This design comes from an exercise in tuning for small area on the open sky130 flow, not from production work. Where RTL was checked, it was by simulation tests only, not by an equivalence proof against the original. Power is estimated from default activity; no workload was simulated.

before:
// wire_guard
module wire_guard (
    input  wire        clk,
    input  wire        rst_n,
    input  wire        cmd_valid,
    output wire        cmd_ready,
    input  wire        cmd_op,         
    input  wire [3:0]  cmd_chan,
    input  wire [15:0] cmd_cur,        
    input  wire [3:0]  cmd_csa,        
    input  wire [15:0] cmd_kcoef,      
    input  wire [9:0]  cmd_tau,        
    input  wire [10:0] cmd_dtmax,      
    input  wire [6:0]  cmd_winit,      
    input  wire        cmd_init,       
    output wire        res_valid,
    output wire [3:0]  res_chan,
    output wire [35:0] res_theta,
    output wire        res_latch
);
    localparam [35:0] DEF_THETA = 36'd2500000000;
    localparam [15:0] DEF_KCOEF = 16'd3800;
    localparam [9:0]  DEF_TAU   = 10'd40;
    localparam [10:0] DEF_DTMAX = 11'd500;
    localparam [17:0] ALPHA_N   = 18'd214748;    
    localparam [2:0] S_IDLE = 3'd0, S_INIT = 3'd1, S_X = 3'd2, S_Y = 3'd3,
                     S_Z = 3'd4, S_C = 3'd5;
    reg  [5:0] ph;
    reg  [2:0] state;
    reg  [3:0] chan;
    wire st_x = (state == S_X);
    wire st_y = (state == S_Y);
    wire st_z = (state == S_Z);
  ...
Size: ~2300 cells after synthesis, about 1300 flip-flops.
Settings: LEC_CHECK=0, CAP_MARGIN=20, CORE_MARGIN=2, CORE_UTILIZATION=40, PLACE_DENSITY=0.6, SLEW_MARGIN=20; clock period 35.0 ns.
standard.sh (not shown) runs the stock make flow with config.mk's settings and CLKGATE_MAP_FILE= SYNTH_SCRIPT=/design/flow/synth_recipe.tcl, a recipe that flattens the netlist after the stock synthesis.
==> flow/flow/run.sh <==
#!/bin/bash
set -euo pipefail
bash standard.sh \
  "CTS_ARGS=-sink_clustering_enable -repair_clock_nets -dont_use_dummy_load -buf_list sky130_fd_sc_hd__clkbuf_4" \
  "BUFFER_PORTS_ARGS=-buffer_cell sky130_fd_sc_hd__buf_1" \
  finish > flow_make.log 2>&1
Per the final summary, before finished and its layout is clean on timing, DRC and antenna.
For after, these inputs were changed with respect to before:
- CTS_BUF_LIST: unset -> sky130_fd_sc_hd__clkbuf_4
==> flow/run.sh (new file) <==
#!/bin/bash
# synth_recipe.tcl (not shown) runs the flow's synth.tcl, then flattens the netlist and writes it again
# the make line also repeats each setting of config.mk as NAME=value (left out here)
make -C /OpenROAD-flow-scripts/flow DESIGN_CONFIG=/design/flow/config.mk WORK_HOME=/design/flow/orfs CLKGATE_MAP_FILE= SYNTH_SCRIPT=/design/flow/synth_recipe.tcl finish
removed: flow/flow/run.sh
removed: flow/standard.sh
- after: done, clean on timing, DRC and antenna
- Taking before as the reference, in after sequential power held steady; hold slack climbed 21 ps; final period utilization moved up; die area saw little to no change.

wire_guard, a different RTL version from the one above (not shown whole).
For scale: roughly 2500 cells after synthesis, ~1300 flip-flops, ~0.033 sq mm of cells after synthesis.
export LEC_CHECK = 0
export ABC_AREA = 1
export ABC_CLOCK_PERIOD_IN_PS = 35000
export CAP_MARGIN = 20
export CORE_MARGIN = 2
export CORE_UTILIZATION = 70
export PLACE_DENSITY = 0.8
export SLEW_MARGIN = 20
create_clock -name core_clock -period 35.0 [get_ports {clk}]
==> flow/flow/run.sh <==
#!/bin/bash
set -euo pipefail
bash standard.sh \
  "CTS_ARGS=-sink_clustering_enable -repair_clock_nets -dont_use_dummy_load -buf_list sky130_fd_sc_hd__clkbuf_4 -sink_clustering_size 10 -sink_clustering_max_diameter 60" \
  "BUFFER_PORTS_ARGS=-buffer_cell sky130_fd_sc_hd__buf_1" \
  finish > flow_make.log 2>&1
The starting point completed without violations.
Change:
==> flow/flow/run.sh (replaced) <==
#!/bin/bash
set -euo pipefail
bash standard.sh \
  "CTS_ARGS=-sink_clustering_enable -repair_clock_nets -dont_use_dummy_load -buf_list sky130_fd_sc_hd__clkbuf_8 -sink_clustering_size 20 -sink_clustering_max_diameter 60" \
  "BUFFER_PORTS_ARGS=-buffer_cell sky130_fd_sc_hd__buf_1" \
  finish > flow_make.log 2>&1
The new run finished clean.
Design area barely changes.
Via count goes down by 2.3%.
Sequential share of layout area barely changes.
Clock skew goes down by 0.018 ns.
Sequential cell count does not change.
Area after synthesis does not change.
Routed wire length is about the same.
Cell count goes down by 2.2%.
Power stays flat.
Critical path depth does not change.
No run of this note included a check of the RTL's function; only the layout flow was run.

wire_guard, a different RTL version from the one above (not shown whole).
For scale: ~2500 cells after synthesis, roughly 120 I/O pins, roughly 0.033 mm^2 of cells after synthesis.
Settings: LEC_CHECK=0, ABC_AREA=1, ABC_CLOCK_PERIOD_IN_PS=35000, CAP_MARGIN=20, CORE_MARGIN=2, CORE_UTILIZATION=70, CTS_BUF_LIST=sky130_fd_sc_hd__clkbuf_8, CTS_CLUSTER_DIAMETER=60, CTS_CLUSTER_SIZE=16, PLACE_DENSITY=0.8, SLEW_MARGIN=20; clock period 35.0 ns.
run.sh (not shown) runs the stock make flow with config.mk's settings and CLKGATE_MAP_FILE= SYNTH_SCRIPT=/design/flow/synth_recipe.tcl, a recipe that flattens the netlist after the stock synthesis.
Stock flow here: none of the scripts above is used.
The starting point passed the timing, design-rule and antenna checks.
Change:
- CTS_CLUSTER_SIZE: 16 -> 20
The changed run completed without violations.
Hold slack improved by 0.0047 ns.
Total power decreases by 1.6%.
Wire length decreases by 1.1%.
Non-clock buffer count stays the same.
Setup slack got worse by 0.012 ns.
Via count decreases by 0.73%.
Clock-buffer cell count decreases by 19.
Final cell count decreases by 0.58%.
Core utilization decreases by 0.51 points.
Change:
==> flow/flow/run.sh (new file) <==
#!/bin/bash
# The standard layout (standard.sh) with these changes:
#  synthesis: ABC maps with flow/abc_area.script (area-oriented &nf mapping,
#    no buffering or resizing inside ABC), adders are not mapped to
#    Kogge-Stone carry trees or to half/full-adder cells. Flip-flops are
#    mapped exactly as in the standard synthesis.
#  CTS: clkbuf_8 clock tree, sink clusters of up to 16, no dummy loads.
#  ports: buffered with buf_1.
# Each step's full output goes to a log file in this folder (and ORFS's own
# per-step logs under orfs/logs).
set -euo pipefail
here=$(pwd)
mkdir -p "$here/scripts"
for f in "$FLOW_HOME"/scripts/*; do
  ln -sf "$f" "$here/scripts/"
done
rm -f "$here/scripts/abc_area.script"
cp "$here/flow/abc_area.script" "$here/scripts/abc_area.script"

bash standard.sh \
  "SCRIPTS_DIR=$here/scripts" \
  "ADDER_MAP_FILE=" \
  "SYNTH_OPERATIONS_ARGS=-noshare" \
  synth > "$here/log_synth.txt" 2>&1

bash standard.sh \
  "CTS_ARGS=-sink_clustering_enable -repair_clock_nets -dont_use_dummy_load -buf_list sky130_fd_sc_hd__clkbuf_8 -sink_clustering_size 16 -sink_clustering_max_diameter 60" \
  "BUFFER_PORTS_ARGS=-buffer_cell sky130_fd_sc_hd__buf_1" \
  finish > "$here/log_layout.txt" 2>&1
==> flow/flow/abc_area.script (new file) <==
strash
&get -n
&fraig -x
&put
scorr
dc2
dretime
strash
&get -n
&dch -f
&nf
&put
==> flow/standard.sh (new file) <==
#!/bin/bash
# synth_recipe.tcl (not shown) runs the flow's synth.tcl, then flattens the netlist and writes it again
# the make line also repeats each setting of config.mk as NAME=value (left out here)
make -C /OpenROAD-flow-scripts/flow DESIGN_CONFIG=/design/flow/config.mk WORK_HOME=/design/flow/orfs CLKGATE_MAP_FILE= SYNTH_SCRIPT=/design/flow/synth_recipe.tcl "${@:-finish}"
- CTS_BUF_LIST: sky130_fd_sc_hd__clkbuf_8 -> not set
- CTS_CLUSTER_DIAMETER: 60 -> not set
- CTS_CLUSTER_SIZE: 20 -> not set
removed: flow/run.sh
Synthesized area falls by 4.9%.
Cell area drops by 5.7%.
Utilization shrinks by 0.57 points.
Cell count went down by 13%.
Routed wire length rose by 0.79%.
Global-route usage grows by 1.7 points.
Change:
--- a/flow/flow/run.sh
+++ b/flow/flow/run.sh
@@ -3 +3,2 @@
-#  synthesis: ABC maps with flow/abc_area.script (area-oriented &nf mapping,
+#  synthesis: ABC maps with flow/abc_area.script (deepsyn AIG rewriting for
+#    60 s, then area-oriented &nf mapping,
==> flow/flow/abc_area.script (replaced) <==
strash
&get -n
&fraig -x
&put
scorr
dc2
dretime
strash
&get -n
&deepsyn -T 60
&dch -f
&nf -R 1000 -p -F 8 -C 32
&put
The new run went through all stages and came out clean.
Fmax rises by about 0.8%.
First-iteration DRC count falls by about 5%.
Wire length falls by 6.9%.
Via count falls by about 3%.
Clock skew falls by 0.052 ns.

==> what the ideal ports hide <==
No port has a modelled driver above. Below, the same layouts with a new extraction and two added sets of constraints.
Step 1, drivers: a clkbuf_16 drives clk and a buf_2 each remaining input, both assumed.
Step 2 moves the port delays by t, midway between the first and last clock arrival at a register: inputs arrive t later, outputs are due t later. That takes back most of the time a late clock gives input paths.
a / b / c = ideal / step 1 / step 2; a / b = the first two.
run	shift t [ns]	slack for setup (ns)	hold WS [ns]	slew at the worst register clock pin (ns)	worst data-port slew with drivers (ns)
before	1.074	16.591 / 16.565 / 16.565	0.221 / 0.221 / 0.221	0.07 / 0.07	0.09
after	1.089	15.892 / 15.865 / 15.865	0.242 / 0.242 / 0.242	0.07 / 0.07	0.09
the first run of note 2	0.976	16.026 / 15.985 / 15.985	0.291 / 0.291 / 0.291	0.12 / 0.12	0.06
the second run of note 2	0.725	16.027 / 15.989 / 15.989	0.270 / 0.270 / 0.270	0.12 / 0.12	0.06
the first run of note 3	0.736	15.131 / 15.094 / 15.094	0.313 / 0.313 / 0.313	0.12 / 0.12	0.06
the second run of note 3	0.728	15.119 / 15.081 / 15.081	0.318 / 0.318 / 0.318	0.12 / 0.12	0.05
the third run of note 3	0.714	14.977 / 14.943 / 14.943	0.265 / 0.265 / 0.265	0.11 / 0.11	0.07
the fourth run of note 3	0.720	15.132 / 15.100 / 15.100	0.305 / 0.305 / 0.305	0.11 / 0.11	0.05
After both steps setup and hold are still met in every run listed. The setup slack of the first run of note 2, which loses most, moves by -0.041 ns with the drivers and by -0.041 ns with both steps.
